Source: an optimization exercise on an open RTL-to-GDS flow (aim: small area, a short achievable clock period and few clock cycles per item). Production flows keep margins and buffers that such runs may drop.
Only simulation tests tie the RTL to the original design; equivalence was not proved.

==> inputs of v14 <==
Design post_requant, start of the top module:
module post_requant (
    input  wire        clk,
    input  wire        rst,         
    input  wire        in_valid,
    output reg         in_ready,
    input  wire [1:0]  in_otype,
    input  wire [31:0] in_acc,
    input  wire [31:0] in_bias,
    input  wire [31:0] in_m,
    input  wire [5:0]  in_rs,
    input  wire [15:0] in_zp,
    input  wire [15:0] in_qmin,
    input  wire [15:0] in_qmax,
    output reg         out_valid,
    input  wire        out_ready,
    output wire [31:0] out_y
);
==> flow/config.mk <==
export PLATFORM = sky130hd
export DESIGN_NAME = post_requant
export DESIGN_NICKNAME = post_requant
export VERILOG_FILES = /design/flow/design.v
export SDC_FILE = /design/flow/constraint.sdc
export NUM_CORES = 4
export LEC_CHECK = 0
export CAP_MARGIN = 20
export CORE_MARGIN = 2
export CORE_UTILIZATION = 50
export CTS_CLUSTER_DIAMETER = 60
export CTS_CLUSTER_SIZE = 30
export PLACE_DENSITY = 0.75
export SLEW_MARGIN = 20
export SYNTH_HIERARCHICAL = 1
==> flow/constraint.sdc <==
create_clock -name core_clock -period 20.0 [get_ports {clk}]
set_input_delay 4.0000 -clock core_clock [delete_from_list [all_inputs] [get_ports {clk}]]
set_output_delay 4.0000 -clock core_clock [all_outputs]
set_load 0.01 [all_outputs]
standard.sh (not shown) runs the stock make flow with config.mk's settings and CLKGATE_MAP_FILE= SYNTH_SCRIPT=/design/flow/synth_recipe.tcl, a recipe that flattens the netlist after the stock synthesis.
==> flow/flow/run.sh <==
#!/bin/bash
# The standard layout (the standard.sh: standard synthesis, floorplan,
# placement, CTS, routing) with two changes to how ORFS makes it:
#  - its timing repair aims at a setup margin (flow/margin.txt), so that it
#    works towards a shorter period than the 20 ns clock needs;
#  - the port buffers that buffer_ports inserts on every input and output
#    are sky130_fd_sc_hd__buf_2 cells instead of delay-buffer cells.
# The clock, the constraints and the synthesis are the standard ones.
set -euo pipefail
MARGIN=$(cat flow/margin.txt)
bash standard.sh SETUP_SLACK_MARGIN=$MARGIN \
  "BUFFER_PORTS_ARGS=-buffer_cell sky130_fd_sc_hd__buf_2" finish > flow_standard.log 2>&1
==> flow/flow/margin.txt <==
14.8
==> v4 (differences from v14) <==
--- a/flow/config.mk
+++ b/flow/config.mk
@@ -11,5 +11,4 @@
 export CTS_CLUSTER_DIAMETER = 60
 export CTS_CLUSTER_SIZE = 30
-export PLACE_DENSITY = 0.75
 export SLEW_MARGIN = 20
 export SYNTH_HIERARCHICAL = 1
==> comparison <==
- v4 finished clean. v14 completed without violations.
- In area after synthesis, v4 and v14 do not differ.
- Between v4 and v14, the lower clock skew is in v4 (gap 0.0046 ns).
- Cell count is about the same in v4 and v14.
- In register-to-register slack, v4 and v14 hardly differ.
- Between v4 and v14, the lower wire length is in v14 (gap 2.3%, measured against v14).
- Count of clock-buffer cells in the layout: v4 is higher than v14 (2).
- In v14 the setup slack is lower than in v4, by 0.013 ns.
- Cell area is about the same in v14 and v4.
==> figures <==
| metric | v4 | v14 |
|---|---|---|
| Weighted congestion reported at the end of routability-driven placement | 1.05 | 1.06 |
| Post-placement setup slack | 13.96 ns | 13.97 ns |
| Number of global-route vias before repair | 43200 | 44700 |
| Global-route met2 utilization | 53.7% | 52.4% |
| Via count | 42500 | 43500 |
| Origin of the critical flop-to-flop path | b_c[36]$_DFF_P_ | b_s[29]$_DFF_P_ |
| Final core utilization | 55.3% | 55.2% |
| CTS clock-pin slew for the worst setup and hold paths | 0.07 ns | 0.10 ns |
| TritonCTS Buffers | 57 | 55 |
| First-pass GRT wire length | 275000 um | 271000 um |
| Outcome | complete, no violations | complete, no violations |
| Sequential fraction of total cell area | 24.2% | 24.3% |
| GRT Resource Usage Total | 34.0% | 33.0% |
| Data-path buffer share of cell area in the final layout | 3.22% | 3.26% |
| Clock buffer count in the final layout | 61 | 59 |
Testbench counts of v14, summed over its fixed seeds: cycles 32,032, items 32,000.
Testbench counts of v4, summed over its fixed seeds: cycles 32,032, items 32,000.


==> inputs of job 4413 <==
Another version of the RTL of post_requant (not shown whole).
export LEC_CHECK = 0
export CAP_MARGIN = 20
export CORE_MARGIN = 2
export CORE_UTILIZATION = 50
export CTS_CLUSTER_DIAMETER = 60
export CTS_CLUSTER_SIZE = 30
export SLEW_MARGIN = 20
create_clock -name core_clock -period 20.0 [get_ports {clk}]
Scripts as last shown in full above: flow/flow/run.sh, flow/flow/margin.txt
==> job 275: changes against job 4413 <==
==> flow/flow/run.sh (replaced) <==
#!/bin/bash
# The standard layout (the standard.sh: standard synthesis, floorplan,
# placement, CTS, routing), with ORFS's timing repair aimed at a setup margin
# so that it works towards a shorter period than the 20 ns clock needs.
# The clock, the constraints and the synthesis are the standard ones.
set -euo pipefail
MARGIN=$(cat flow/margin.txt)
bash standard.sh SETUP_SLACK_MARGIN=$MARGIN finish > flow_standard.log 2>&1
- CORE_UTILIZATION: 50 -> 60
- CTS_CLUSTER_DIAMETER: 60 -> default
- CTS_CLUSTER_SIZE: 30 -> default
==> metrics.md <==
| Metric | Value |
|---|---|
| Met1 Use GR | 0.411 |
| Drt pass-1 iters | 9 |
| FF-to-FF path depth | 20 |
| Area Overhead vs Synth | 8.37% |
| Post-route cell area | ~0.059 mm^2 |
| Die area | 0.111 mm^2 |
| RR Endpoint | c_r$_DFF_P_ |
| Clock Skew | 0.0477 ns |
| Initial Util | 0.505 |
| Outcome | finished clean |
| Max incr delay on CP | 0.44 ns |
| Reg2Reg Setup Slack | 14.93 ns |
That was job 4413.
==> metrics.md <==
| Metric | Value |
|---|---|
| RR Endpoint | c_q[10]$_DFF_P_ |
| Outcome | finished clean |
| Met1 Use GR | 0.470 |
| Clock Skew | 0.0498 ns |
| Reg2Reg Setup Slack | ~15 ns |
| Area Overhead vs Synth | 9.84% |
| Post-route cell area | 0.0596 mm^2 |
| Initial Util | 0.604 |
| Mapped Area | ~0.054 mm^2 |
| FF-to-FF path depth | 13 |
| Post-place instance area | 0.0568 mm^2 |
That was job 275.
Testbench counts of job 4413, summed over its fixed seeds: cycles 32,040, items 32,000.
Testbench counts of job 275, summed over its fixed seeds: cycles 32,040, items 32,000.


==> job 716: inputs <==
post_requant again, from the RTL that the note above started with.
Design post_requant, start of the top module:
module post_requant (
    input  wire        clk,
    input  wire        rst,         
    input  wire        in_valid,
    output reg         in_ready,
    input  wire [1:0]  in_otype,
    input  wire [31:0] in_acc,
    input  wire [31:0] in_bias,
    input  wire [31:0] in_m,
    input  wire [5:0]  in_rs,
    input  wire [15:0] in_zp,
    input  wire [15:0] in_qmin,
    input  wire [15:0] in_qmax,
    output reg         out_valid,
    input  wire        out_ready,
    output wire [31:0] out_y
);
Settings: LEC_CHECK=0, CAP_MARGIN=20, CORE_MARGIN=2, CORE_UTILIZATION=50, CTS_CLUSTER_DIAMETER=60, CTS_CLUSTER_SIZE=30, SLEW_MARGIN=20; clock period 20.0 ns.
==> flow/flow/run.sh <==
#!/bin/bash
# The standard layout (the standard.sh: standard synthesis, floorplan,
# placement, CTS, routing), with ORFS's timing repair aimed at a setup margin
# so that it works towards a shorter period than the 20 ns clock needs.
# The clock, the constraints and the synthesis are the standard ones.
set -euo pipefail
MARGIN=$(cat flow/margin.txt)
bash standard.sh SETUP_SLACK_MARGIN=$MARGIN finish > flow_standard.log 2>&1
Scripts as last shown in full above: flow/flow/margin.txt
==> inputs of job 3448, as changes to job 716 <==
==> flow/flow/run.sh (replaced) <==
#!/bin/bash
# The standard layout (the standard.sh: standard synthesis, floorplan,
# placement, CTS, routing) with two changes to how ORFS makes it:
#  - its timing repair aims at a setup margin (flow/margin.txt), so that it
#    works towards a shorter period than the 20 ns clock needs;
#  - the port buffers that buffer_ports inserts on every input and output
#    are sky130_fd_sc_hd__buf_2 cells instead of delay-buffer cells.
# The clock, the constraints and the synthesis are the standard ones.
set -euo pipefail
MARGIN=$(cat flow/margin.txt)
bash standard.sh SETUP_SLACK_MARGIN=$MARGIN \
  "BUFFER_PORTS_ARGS=-buffer_cell sky130_fd_sc_hd__buf_2" finish > flow_standard.log 2>&1
Settings changed: PLACE_DENSITY from default to 0.75.
==> inputs of job 7832, as changes to job 716 <==
Settings changed: CTS_CLUSTER_DIAMETER 60 to default, CTS_CLUSTER_SIZE 30 to default.
==> summary of the runs <==
In job 3448 the global-route usage is lower than in job 7832, by 0.67 points. Die area is the same in job 716 and job 7832. The highest final area belongs to job 7832, the lowest to job 3448. Between job 7832 and job 716, the lower clock skew is in job 716 (gap 0.017 ns).
Testbench counts of job 716, summed over its fixed seeds: cycles 32,040, items 32,000.
Testbench counts of job 3448, summed over its fixed seeds: cycles 32,040, items 32,000.
Testbench counts of job 7832, summed over its fixed seeds: cycles 32,040, items 32,000.

re-timing with driven ports:
The flow's constraints put no driver on any port. The routed layouts listed below were extracted and timed again, unchanged, in two steps. Step 1: set_driving_cell puts a clkbuf_16 on clk and a buf_2 on each other input, an assumption about the parent block. Step 2 also shifts input and output timing later by t, the mid clock arrival at the registers, as if the neighbouring blocks saw the same clock. a / b / c = ideal ports / drivers / drivers and shift; a / b = the first two.
run | shift t [ns] | setup slack, ns | slew at the worst register clock pin (ns)
v14 | 0.759 | 14.721 / 14.655 / 14.268 | 0.10 / 0.10
v4 | 0.758 | 14.734 / 14.663 / 14.272 | 0.10 / 0.10
job 4413 | 0.760 | 14.695 / 14.615 / 14.548 | 0.10 / 0.10
job 275 | 0.728 | 14.767 / 14.699 / 14.277 | 0.08 / 0.08
job 716 | 0.762 | 14.754 / 14.679 / 14.262 | 0.10 / 0.10
job 3448 | 0.741 | 14.741 / 14.670 / 14.580 | 0.11 / 0.11
job 7832 | 0.755 | 14.757 / 14.685 / 14.287 | 0.07 / 0.07
After both steps setup and hold are still met in every run listed. The setup slack of job 716, which loses most, moves by -0.075 ns with the drivers and by -0.492 ns with both steps.
